Source: an optimization exercise on an open RTL-to-GDS flow (aim: small area, a short achievable clock period and few clock cycles per item). Production flows keep margins and buffers that such runs may drop. The RTL was checked by simulation tests, not by an equivalence proof against the original design.

==> inputs of exp/sierra <==
Design comp_core, start of the top module:
module comp_core (
    input  wire        clk,
    input  wire        rst,           
    input  wire        smp_valid,
    input  wire [9:0]  smp_code,
    input  wire        preset,
    input  wire [23:0] preset_duty,
    input  wire        start,
    output wire        ready,
    output reg         done,
    output wire [23:0] duty,
    output wire [18:0] cmp,
    input  wire [1:0]  wavg,
    input  wire [19:0] b0,
    input  wire [19:0] b1,
    input  wire [19:0] b2,
    input  wire [19:0] c1,
    input  wire [19:0] c2,
    input  wire [3:0]  gshift,
    input  wire [15:0] dmax,
    input  wire [25:0] d_ff,
    input  wire [11:0] top,
    input  wire [8:0]  trim
);
Settings: LEC_CHECK=0, CAP_MARGIN=20, CORE_MARGIN=2, CORE_UTILIZATION=40, SLEW_MARGIN=20; clock period 19.0 ns.
standard.sh (not shown) runs the stock make flow with config.mk's settings and CLKGATE_MAP_FILE= SYNTH_SCRIPT=/design/flow/synth_recipe.tcl, a recipe that flattens the netlist after the stock synthesis.
==> flow/flow/run.sh <==
#!/bin/bash
# Standard synthesis, then the standard flow's own layout with a larger setup repair
# margin (aimed at the worst path only), so that timing repair works toward
# a shorter period than the clock, and the smallest buffer on the ports.
set -euo pipefail
bash standard.sh synth > synth.log 2>&1
bash standard.sh SETUP_SLACK_MARGIN=14 TNS_END_PERCENT=0 \
    'BUFFER_PORTS_ARGS=-buffer_cell sky130_fd_sc_hd__buf_1' finish > layout.log 2>&1
==> inputs of exp/tundra, as changes to exp/sierra <==
--- a/flow/design.v
+++ b/flow/design.v
@@ -23,43 +23,48 @@
     input  wire [8:0]  trim
 );
     localparam [3:0] S_IDLE = 4'd0, S_P1 = 4'd1, S_P2 = 4'd2, S_P3 = 4'd3,
                      S_PC1 = 4'd4, S_PC2 = 4'd5, S_PT = 4'd6,
                      S_FU1 = 4'd7, S_FU2 = 4'd8, S_FV1 = 4'd9, S_FUC = 4'd10,
-                     S_CK = 4'd11;
+                     S_CK = 4'd11, S_FV2 = 4'd12;
     localparam signed [26:0] V_MAX = 27'sh3FFFFFF;
     localparam signed [26:0] V_MIN = -27'sh4000000;
     reg [3:0] state;
     reg       byp;          
+    reg       ld_cpa;       
+    reg       ld_max;       
     reg       corr_r;       
     reg       clo_r;        
+    reg       d0_r;         
     reg [9:0] hist [0:7];
     reg [9:0] smp_p;
     reg       smp_pv;
-    reg [1:0] wavg_r;
+    reg [3:0] wsel_r;       
     reg signed [29:0] u;
     reg signed [26:0] v1, v2;
     reg signed [9:0]  e1, e2;
     reg signed [27:0] opa;
     reg        [9:0]  bn_r, bo_r, bt_r;    
     reg        [47:0] acc;
-    reg        [3:0]  gsh_r;
     reg        [15:0] dmax_r;
     reg signed [25:0] dff_r;
-    reg        [11:0] te_r;               
     reg        [14:0] top5_r;             
     reg signed [8:0]  trim_r;
-    assign ready = (state == S_IDLE);
+    reg    ready_r;
+    assign ready = ready_r;
     assign duty  = opa[23:0];
-    wire [9:0] hg1 = (wavg_r != 2'd0) ? hist[1] : 10'd0;
-    wire [9:0] hg2 = wavg_r[1] ? hist[2] : 10'd0;
-    wire [9:0] hg3 = wavg_r[1] ? hist[3] : 10'd0;
-    wire [9:0] hg4 = (wavg_r == 2'd3) ? hist[4] : 10'd0;
-    wire [9:0] hg5 = (wavg_r == 2'd3) ? hist[5] : 10'd0;
-    wire [9:0] hg6 = (wavg_r == 2'd3) ? hist[6] : 10'd0;
-    wire [9:0] hg7 = (wavg_r == 2'd3) ? hist[7] : 10'd0;
-    wire [2:0] hrnd = {wavg_r == 2'd3, wavg_r == 2'd2, wavg_r == 2'd1};
+    wire       wn2 = ~wsel_r[0];
+    wire       wn4 = wsel_r[2] | wsel_r[3];
+    wire       wn8 = wsel_r[3];
+    wire [9:0] hg1 = wn2 ? hist[1] : 10'd0;
+    wire [9:0] hg2 = wn4 ? hist[2] : 10'd0;
+    wire [9:0] hg3 = wn4 ? hist[3] : 10'd0;
+    wire [9:0] hg4 = wn8 ? hist[4] : 10'd0;
+    wire [9:0] hg5 = wn8 ? hist[5] : 10'd0;
+    wire [9:0] hg6 = wn8 ? hist[6] : 10'd0;
+    wire [9:0] hg7 = wn8 ? hist[7] : 10'd0;
+    wire [2:0] hrnd = wsel_r[3:1];
     wire ms0 = hist[0][0] ^ hg1[0] ^ hg2[0];
     wire mc0 = (hist[0][0] & hg1[0]) | (hist[0][0] & hg2[0]) | (hg1[0] & hg2[0]);
     wire ms1 = hg3[0] ^ hg4[0];
     wire mc1 = hg3[0] & hg4[0];
     wire ms2 = hist[0][1] ^ hg1[1] ^ hg2[1];
@@ -203,16 +208,12 @@
     wire ms71 = mc48 ^ mc59;
     wire mc71 = mc48 & mc59;
     wire [12:0] wsum = {mc71, ms71, ms70, ms69, ms68, ms67, ms66, ms65, ms64, ms63, ms62, ms61, ms49} + {1'b0, mc70, mc69, mc68, mc67, mc66, mc65, mc64, mc63, mc62, mc61, mc60, ms60};
     reg  [9:0] wmean;
     always @(*) begin
-        case (wavg_r)
-            2'd0: wmean = wsum[9:0];
-            2'd1: wmean = wsum[10:1];
-            2'd2: wmean = wsum[11:2];
-            default: wmean = wsum[12:3];
-        endcase
+        wmean = ({10{wsel_r[0]}} & wsum[9:0]) | ({10{wsel_r[1]}} & wsum[10:1]) |
+                ({10{wsel_r[2]}} & wsum[11:2]) | ({10{wsel_r[3]}} & wsum[12:3]);
     end
     wire [9:0]  nerr_now = {~wmean[9], wmean[8:0]};
     function automatic [29:0] benc(input [19:0] b, input neg);
         integer q;
         reg [20:0] bx;
@@ -227,16 +228,15 @@
         end
     endfunction
     function automatic [27:0] eshift(input [9:0] e, input [3:0] g);
         eshift = $signed({{18{e[9]}}, e}) <<< g;
     endfunction
-    reg  [8:0] ms;
-    wire ms_acc = ms[8], ms_xu = ms[7], ms_xv1 = ms[6], ms_xv2 = ms[5],
-         ms_xt = ms[4], ms_nv1 = ms[3], ms_nv2 = ms[2], ms_dff = ms[1],
-         ms_max = ms[0];
+    reg  [7:0] ms;
+    wire ms_acc = ms[7], ms_xu = ms[6], ms_xv1 = ms[5], ms_xv2 = ms[4],
+         ms_xt = ms[3], ms_nv1 = ms[2], ms_nv2 = ms[1], ms_dff = ms[0];
     wire signed [29:0] s = acc[47:18];
-    wire [27:0] a_mac = byp ? (acc[45:18] & {28{~(ms_max & acc[47])}}) : opa;
+    wire [27:0] a_mac = opa;
     wire psgn = a_mac[27] ^ bn_r[9];
     wire [17:0] rnd_pc = {~psgn, {17{psgn}}};
     wire [47:0] x_row = ({48{ms_xu}}  & {6'd0, u[23:0], 18'h20000}) |
                         ({48{ms_xv1}} & {{3{v1[26]}}, v1, rnd_pc}) |
                         ({48{ms_xv2}} & {{3{v2[26]}}, v2, rnd_pc}) |
@@ -1301,11 +1301,11 @@
     wire        th_ck = t > $signed({2'd0, tcap});
     reg         cz_r, thi_r;
     assign cmp = (cz_r | t[20]) ? 19'd0 : thi_r ? tcap : t[18:0];
     wire [11:0] top_eff = (top < 12'd100) ? 12'd100 :
                           (top > 12'd4000) ? 12'd4000 : top;
-    wire [14:0] top5 = {3'd0, te_r} + {1'b0, te_r, 2'd0};
+    wire [14:0] top5 = {3'd0, top_eff} + {1'b0, top_eff, 2'd0};
     reg [3:0] nstate;
     always @(*) begin
         nstate = state;
         case (state)
             S_IDLE:  if (start) nstate = S_P1;
@@ -1316,41 +1316,39 @@
             S_FU1:   nstate = S_FU2;
             S_FU2:   nstate = S_PC1;
             S_FUC:   nstate = S_PC1;
             S_PC2:   nstate = bad2 ? S_FV1 : S_PT;
             S_FV1:   nstate = S_PC2;
-            S_PT:    nstate = bad3 ? S_PT : d_mid ? S_IDLE : S_CK;
+            S_PT:    nstate = bad3 ? S_FV2 : d_mid ? S_IDLE : S_CK;
+            S_FV2:   nstate = S_PT;
             S_CK:    nstate = S_IDLE;
             default: nstate = S_IDLE;
         endcase
         if (rst)
             nstate = S_IDLE;
     end
     wire byp_next = (state == S_P3) | (state == S_PC1) | (state == S_PC2);
-    wire [8:0] ms_next = {
+    wire [7:0] ms_next = {
         (state == S_P1) | (state == S_P2),                        
         state == S_IDLE,                                          
         (state == S_P3) | (state == S_FU2) | (state == S_FUC),    
         (state == S_PC1) | (state == S_FV1),                      
-        (state == S_PC2) | (state == S_PT),                       
+        (state == S_PC2) | (state == S_PT) | (state == S_FV2),    
         state == S_IDLE,                                          
         (state == S_P3) | (state == S_FU2) | (state == S_FUC),    
-        (state == S_PC1) | (state == S_FV1),                      
-        state == S_PC2};                                          
+        (state == S_PC1) | (state == S_FV1)};                     
     wire [6:0] pu_next = {
         nstate == S_PC1, nstate == S_PC2, nstate == S_PT, nstate == S_FU1,
         nstate == S_FU2, nstate == S_FV1, nstate == S_FUC};
     wire        sh_acc = (state == S_IDLE);
     wire [9:0]  sh_e   = sh_acc ? e2 : e1;
-    wire [3:0]  sh_g   = sh_acc ? gshift : gsh_r;
     reg  [27:0] a_next;
     always @(*) begin
         case (state)
-            S_IDLE, S_P1, S_P2, S_P3: a_next = eshift(sh_e, sh_g);
-            S_PT:    a_next = !byp ? opa :
-                              !bad3 ? (s[27:0] & {28{~s[29]}}) :
-                              (a_ovf & asum[29]) ? 28'd0 : {4'd0, lim};
+            S_IDLE, S_P1, S_P2, S_P3: a_next = eshift(sh_e, gshift);
+            S_PT:    a_next = opa;
+            S_FV2:   a_next = d0_r ? 28'd0 : {4'd0, lim};
             S_CK:    a_next = opa;
             default: a_next = asum[27:0];
         endcase
     end
     reg [19:0] b_next;
@@ -1365,26 +1363,28 @@
         endcase
     end
     wire b_neg = (state == S_IDLE) | (state == S_P1) | (state == S_P2);
     integer i;
     always @(posedge clk) begin
-        gsh_r  <= gshift;
         dmax_r <= dmax;
         dff_r  <= d_ff;
-        te_r   <= top_eff;
         top5_r <= top5;
         trim_r <= trim;
-        wavg_r <= wavg;
+        wsel_r <= 4'b0001 << wavg;
         acc    <= mac_sum;
         {bn_r, bo_r, bt_r} <= benc(b_next, b_neg);
-        opa    <= a_next;
+        opa    <= ld_cpa ? mac_sum[45:18] :
+                  ld_max ? (mac_sum[45:18] & {28{~mac_sum[47]}}) : a_next;
         cz_r   <= (state == S_CK) ? cz_ck : d_zero;
         thi_r  <= (state == S_CK) & th_ck;
         state  <= nstate;
         ms     <= ms_next;
         pu     <= pu_next;
         byp    <= byp_next;
+        ld_cpa <= (nstate == S_P3) | (nstate == S_PC1);
+        ld_max <= (nstate == S_PC2);
+        ready_r <= (nstate == S_IDLE);
         if (rst) begin
             done  <= 1'b0;
             u     <= 30'sd0;
             v1    <= 27'sd0;
             v2    <= 27'sd0;
@@ -1433,12 +1433,14 @@
                 S_PC2: begin
                     if (byp)
                         v1 <= a_sat;
                 end
                 S_PT: begin
-                    if (byp)
-                        v2 <= a_sat;
+                    if (byp) begin
+                        v2   <= a_sat;
+                        d0_r <= a_ovf & asum[29];
+                    end
                 end
                 default: ;
             endcase
         end
     end
==> flow/flow/run.sh (replaced) <==
#!/bin/bash
# Standard synthesis, then the standard flow's own layout with a larger setup repair
# margin (aimed at the worst path only), so that timing repair works toward
# a shorter period than the clock, the smallest buffer on the ports, and
# placement without routability-driven cell inflation.
set -euo pipefail
bash standard.sh synth > synth.log 2>&1
bash standard.sh SETUP_SLACK_MARGIN=14 TNS_END_PERCENT=0 \
    'BUFFER_PORTS_ARGS=-buffer_cell sky130_fd_sc_hd__buf_1' \
    GPL_ROUTABILITY_DRIVEN=0 finish > layout.log 2>&1
==> run notes <==
- Between exp/sierra and exp/tundra, the lower cell area is in exp/tundra (gap 3.9%, measured against exp/tundra).
- Against exp/tundra, the global-route usage of exp/sierra is higher by 2.6 points.
- In exp/sierra the sequential share of layout area is lower than in exp/tundra, by 0.23 points.
- Routed wire length: exp/sierra is larger than exp/tundra (11%).
- Cell count: exp/tundra is lower than exp/sierra (3.4%).
Testbench counts of exp/sierra, summed over its fixed seeds: cycles 22,640, items 3,200.
Testbench counts of exp/tundra, summed over its fixed seeds: cycles 22,650, items 3,200.

[what the ideal ports hide]
How much do the figures lean on ideal ports? The routed layouts below were timed once more, with nothing changed but the port constraints. Step 1 assumes that a clkbuf_16 drives the clock port and a buf_2 every other input. Step 2, shift: input delay + t, output delay - t, t = (earliest + latest rising clock arrival at the registers) / 2. This alone moves slack from input paths to output paths. Three values: no drivers, after step 1, after step 2; two values: the first two.
run | t (ns) | slack for setup (ns) | hold WS [ns] | latest minus earliest clock arrival (ns)
exp/sierra | 0.725 | 11.929 / 11.929 / 11.929 | 0.377 / 0.377 / 0.377 | 0.063 / 0.062
exp/tundra | 0.690 | 12.217 / 12.217 / 11.746 | 0.456 / 0.456 / 0.456 | 0.041 / 0.040
After both steps setup and hold are still met in every run listed. The setup slack of exp/tundra, which loses most, moves by 0.000 ns with the drivers and by -0.471 ns with both steps.
